Source: an optimization exercise on an open RTL-to-GDS flow (aim: small area, a short achievable clock period and few clock cycles per item). Production flows keep margins and buffers that such runs may drop. For this run, only the layout was checked, not whether the RTL still works. Power is estimated from default activity; no workload was simulated.

==> flow/constraint.sdc <==
create_clock -name core_clock -period 9.0 [get_ports {clk}]
set_input_delay 1.8000 -clock core_clock [delete_from_list [all_inputs] [get_ports {clk}]]
set_output_delay 1.8000 -clock core_clock [all_outputs]
set_load 0.01 [all_outputs]
==> flow/design.v <==
module steer_hash (
    input              clk,
    input              rst,         
    input              start,       
    input      [63:0]  in_cfg,      
    input      [639:0] in_key,      
    input      [319:0] in_tkey,     
    output reg         done,        
    output     [31:0]  hash
);
    localparam integer K   = 4;                  
    localparam integer QB  = 16 * K;             
    localparam integer W   = QB + 31;            
    localparam integer NST = (18 + K - 1) / K;   
    localparam [31:0] CRC_POLY = 32'h82F6_3B78;    
    function [31:0] crc_col(input integer t);
        reg [31:0] v;
        reg        fb;
        integer    n;
        begin
            v = 32'd0;
            for (n = 0; n < QB; n = n + 1) begin
                fb = v[0] ^ (n == t);
                v  = (v >> 1) ^ (fb ? CRC_POLY : 32'd0);
            end
            crc_col = v;
        end
    endfunction
    function [31:0] pad_init(input integer p);
        reg [31:0] c;
        integer    n;
        begin
            c = 32'hFFFF_FFFF;
            for (n = 0; n < 16 * p; n = n + 1)
                c = {c[30:0] ^ (c[31] ? CRC_POLY[30:0] : 31'd0), c[31]};
            pad_init = ~c;
        end
    endfunction
    function integer msg_pos(input integer q);
        integer b;
        begin
            b = 15 - (q % 16);
            msg_pos = 16 * (q / 16) + ((b >= 8) ? (b - 8) : (b + 8));
        end
    endfunction
    function [K-1:0] tcomb(input [K-1:0] a, input [K-1:0] b);
        integer x, y;
        begin
            tcomb = a | b;
            for (x = 1; x < K; x = x + 1)
                for (y = 1; x + y <= K; y = y + 1)
                    tcomb[x+y-1] = tcomb[x+y-1] | (a[x-1] & b[y-1]);
        end
    endfunction
    reg           busy;
    reg           func;          
    reg  [39:0]   rem;           
    reg  [31:0]   acc;           
    reg  [NST-1:0] step;         
    wire [39:0]   in_mask = in_cfg[55:16] & {40{in_cfg[63]}};
    wire          c_func  = start ? in_cfg[62] : func;
    wire [39:0]   c_mask  = start ? in_mask : rem;
    wire [NST-1:0] c_step = start ? {{(NST-1){1'b0}}, 1'b1} : step;
    reg  [5:0]    npop;
    integer       s;
    always @(*) begin
        npop = 6'd0;
        for (s = 0; s < 40; s = s + 1)
            npop = npop + {5'd0, in_mask[s]};
    end
    wire [5:0]    pnum = (K - (npop % K)) % K;
    reg  [K-1:0]  pad;           
    reg  [31:0]   c_acc;
    integer       p;
    always @(*) begin
        for (p = 0; p < K; p = p + 1)
            pad[p] = start ? ((in_cfg[62] ? 6'd0 : pnum) == p) : (p == 0);
        c_acc = 32'd0;
        if (!start)
            c_acc = acc;
        else if (!in_cfg[62])
            for (p = 1; p < K; p = p + 1)
                c_acc = c_acc | (pad_init(p) & {32{pad[p]}});
    end
    wire [K-1:0] pre [0:6][0:39];
    genvar g, l;
    generate
        for (g = 0; g < 40; g = g + 1) begin : g_leaf
            assign pre[0][g] = (g == 0) ? {K{1'b0}} : {{(K-1){1'b0}}, c_mask[g-1]};
        end
        for (l = 0; l < 6; l = l + 1) begin : g_lvl
            for (g = 0; g < 40; g = g + 1) begin : g_pos
                if ((g >> l) & 1)
                    assign pre[l+1][g] = tcomb(pre[l][((g >> l) << l) - 1], pre[l][g]);
                else
                    assign pre[l+1][g] = pre[l][g];
            end
        end
    endgenerate
    reg  [15:0]   dr [0:K-1];
    reg  [15:0]   ds [0:K-1];
    reg  [39:0]   rest;
    reg  [K:0]    th;
    integer       i;
    always @(*) begin
        for (i = 0; i < K; i = i + 1) dr[i] = 16'd0;
        for (s = 0; s < 40; s = s + 1) begin
            th = {pre[6][s], 1'b1};
            for (i = 0; i < K; i = i + 1)
                if (c_mask[s] && th[i] && !((i + 1 < K) ? th[i+1] : pre[6][s][K-1]))
                    dr[i] = dr[i] | in_key[639 - 16*s -: 16];
        end
        for (i = 0; i < K; i = i + 1) begin
            ds[i] = 16'd0;
            for (p = 0; p <= i; p = p + 1)
                if (pad[p]) ds[i] = ds[i] | dr[i-p];
        end
        rest = 40'd0;
        for (s = 0; s < 40; s = s + 1) begin
            th = {pre[6][s], 1'b1};
            for (p = 0; p < K; p = p + 1)
                if (pad[p] && th[K-p]) rest[s] = c_mask[s];
        end
    end
    reg  [W-1:0]  wa;
    integer       st, m;
    always @(*) begin
        wa = {W{1'b0}};
        for (st = 0; st < NST; st = st + 1)
            for (m = 0; m < W; m = m + 1)
                if (QB*st + m < 320)
                    wa[W-1-m] = wa[W-1-m] | (in_tkey[319 - QB*st - m] & c_step[st]);
        wa = wa & {W{c_func}};
    end
    wire [W-1:0]  wb = wa | {W{~c_func}};
    reg  [QB-1:0] y;
    reg  [31:0]   arr, col;
    integer       q, b, t;
    always @(*) begin
        arr = 32'd0;
        for (q = 0; q < QB; q = q + 1) begin
            t    = msg_pos(q);
            y[q] = ds[q/16][15 - q%16] ^ ((t < 32) ? (~c_func & ~c_acc[t]) : 1'b0);
            col  = crc_col(t);
            for (b = 0; b < 32; b = b + 1)
                arr[b] = arr[b] ^ (y[q] & (col[b] ? wb[W-32-q+b] : wa[W-32-q+b]));
        end
    end
    wire          none = start & ~|in_mask;
    wire [31:0]   nxt  = (arr ^ (c_func ? c_acc : 32'hFFFF_FFFF)) & {32{~none}};
    always @(posedge clk) begin
        if (rst) begin
            busy <= 1'b0;
            done <= 1'b0;
        end else begin
            done <= 1'b0;
            if (start || busy) begin
                busy <= |rest;
                done <= ~|rest;
            end
        end
        if (start || busy) begin
            func <= c_func;
            rem  <= rest;
            acc  <= nxt;
            step <= c_step << 1;
        end
    end
    assign hash = acc;
endmodule
==> flow/standard.sh <==
#!/bin/bash
# synth_recipe.tcl (not shown) runs the flow's synth.tcl, then flattens the netlist and writes it again
# the make line also repeats each setting of config.mk as NAME=value (left out here)
make -C /OpenROAD-flow-scripts/flow DESIGN_CONFIG=/design/flow/config.mk WORK_HOME=/design/flow/orfs CLKGATE_MAP_FILE= SYNTH_SCRIPT=/design/flow/synth_recipe.tcl "${@:-finish}"
==> flow/flow/run.sh <==
#!/bin/bash
# Standard ORFS layout; port buffers use the smallest buffer cell.
set -o pipefail
bash standard.sh "BUFFER_PORTS_ARGS=-buffer_cell sky130_fd_sc_hd__buf_1" finish > standard_flow.log 2>&1
==> flow/config.mk <==
export PLATFORM = sky130hd
export DESIGN_NAME = steer_hash
export DESIGN_NICKNAME = steer_hash
export VERILOG_FILES = /design/flow/design.v
export SDC_FILE = /design/flow/constraint.sdc
export NUM_CORES = 4
export LEC_CHECK = 0
export CAP_MARGIN = 20
export CORE_AREA = 5 5 375 375
export DIE_AREA = 0 0 380 380
export SLEW_MARGIN = 20
==> results.py <==
metrics = {
    "synthesis": {
        "synthCells": 9996,
        "netlist_area_sq_um": 66800,
        "synth_area_per_cell_sq_um": 6.68,
        "yosysWarnings": 3,
        "synth_ff_type": "edfxtp_1",
        "synth_edf_count": 76,
        "yosysUniqueCellTypes": 146,
        "synth_nets": 11100,
        "ys_seq_area_share_pct": 3.48,
        "synthArstFlopShare_pct": 0,
        "ys_seq_elements": 78,
    },
    "floorplan": {
        "die_w_microns": 380,
        "pin_count": 1060,
        "fp-row-count": 135,
        "die_h_microns": 380,
        "initial_core_util_pct": 49.2,
    },
    "clock_tree": {
        "cts_num_sinks": 78,
        "htreeDepth": 3,
        "root_buffer": "clkbuf_16",
        "clock_path_buffers": 2,
        "cts_buffers": 9,
    },
    "global_routing": {
        "grt_usage_pct": 93.9,
        "grt_pass1_vias": 118000,
        "grt_max_degree": 79,
        "grt_pass1_wl_microns": 996000,
        "grt.overflow.total": 5114,
    },
    "placed_design": {
        "place_hpwl_microns": 525000,
        "gp_congestion": 1.83,
        "port-buffer-count": 1037,
    },
    "run_status": {
        "error": "[ERROR GRT-0116] Global routing finished with congestion. Check the congestion regions in the DRC Viewer.",
        "status": "aborted with a tool error",
        "failing_step": "global routing (5_1_grt)",
    },
}
-- power by group through the flow --
stage	Clock (mW)	Combinational, mW	Sequential [mW]
after CTS	0.501	102	3.21
after detailed placement	0	99.8	3.17
after global placement	0	98.5	3.16
after floorplan	0	62.0	3.10
-- layer usage --
layer	overflow	global-route usage [%]
met2	2293	103
met5	115	72.0
met3	613	88.4
met4	1292	92.4
met1	801	92.6
-- kinds of logic after synthesis --
group	synth area share [%]
flip-flops	3.48
AND/OR/NAND/NOR	31.5
multiplexers	0.454
buffers and inverters	6.14
adder cells (fa/ha/maj)	0.686
AO/OA/AOI/OAI	29.0
XOR/XNOR	28.8
-- cell usage after synthesis (101+ instances only) --
| library cell | n | area, sq um |
|---|---|---|
| a21oi_1 | 360 | 1800 |
| nand3_1 | 334 | 1670 |
| xnor2_1 | 1375 | 12000 |
| and3_1 | 101 | 632 |
| o21ai_0 | 282 | 1410 |
| and2_1 | 191 | 1190 |
| a22oi_1 | 342 | 2570 |
| nor3_1 | 161 | 806 |
| buf_2 | 228 | 1140 |
| a32oi_1 | 108 | 946 |
| clkbuf_1 | 387 | 1450 |
| xnor3_1 | 189 | 4260 |
| xor2_1 | 307 | 2690 |
| a221oi_1 | 192 | 1680 |
| nand4_1 | 215 | 1350 |
| nor2_1 | 1675 | 6290 |
| a22o_1 | 103 | 902 |
| a222oi_1 | 118 | 1180 |
| nand2_1 | 1444 | 5420 |
-- stage by stage --
| step | cell area, sq um | instances | hold slack (ns) | TNS [ns] | setup WS [ns] |
|---|---|---|---|---|---|
| 4_1_cts | 88600 | 14200 | 0.600 | -0.00199 | -0.00199 |
| 3_3_place_gp | 87800 | 14200 | 0.562 | -32.31 | -1.32 |
| 3_5_place_dp | 87900 | 14200 | 0.577 | -33.59 | -1.40 |
| 2_1_floorplan | 67500 | 9996 | 0.516 | -5.26 | -0.249 |
-- what timing repair did --
item,in CTS
hold buffers,0
setup endpoints to repair,34
setup buffers,10
gates resized for setup,60
pin swaps,24
-- worst min-delay path by stage --
| stage | to | slack, ns |
|---|---|---|
| after floorplan | busy$_SDFFE_PP0N_ | 0.52 |
| after global placement | busy$_SDFFE_PP0N_ | 0.56 |
| after CTS | busy$_SDFFE_PP0N_ | 0.60 |
| after detailed placement | done$_SDFF_PP0_ | 0.58 |
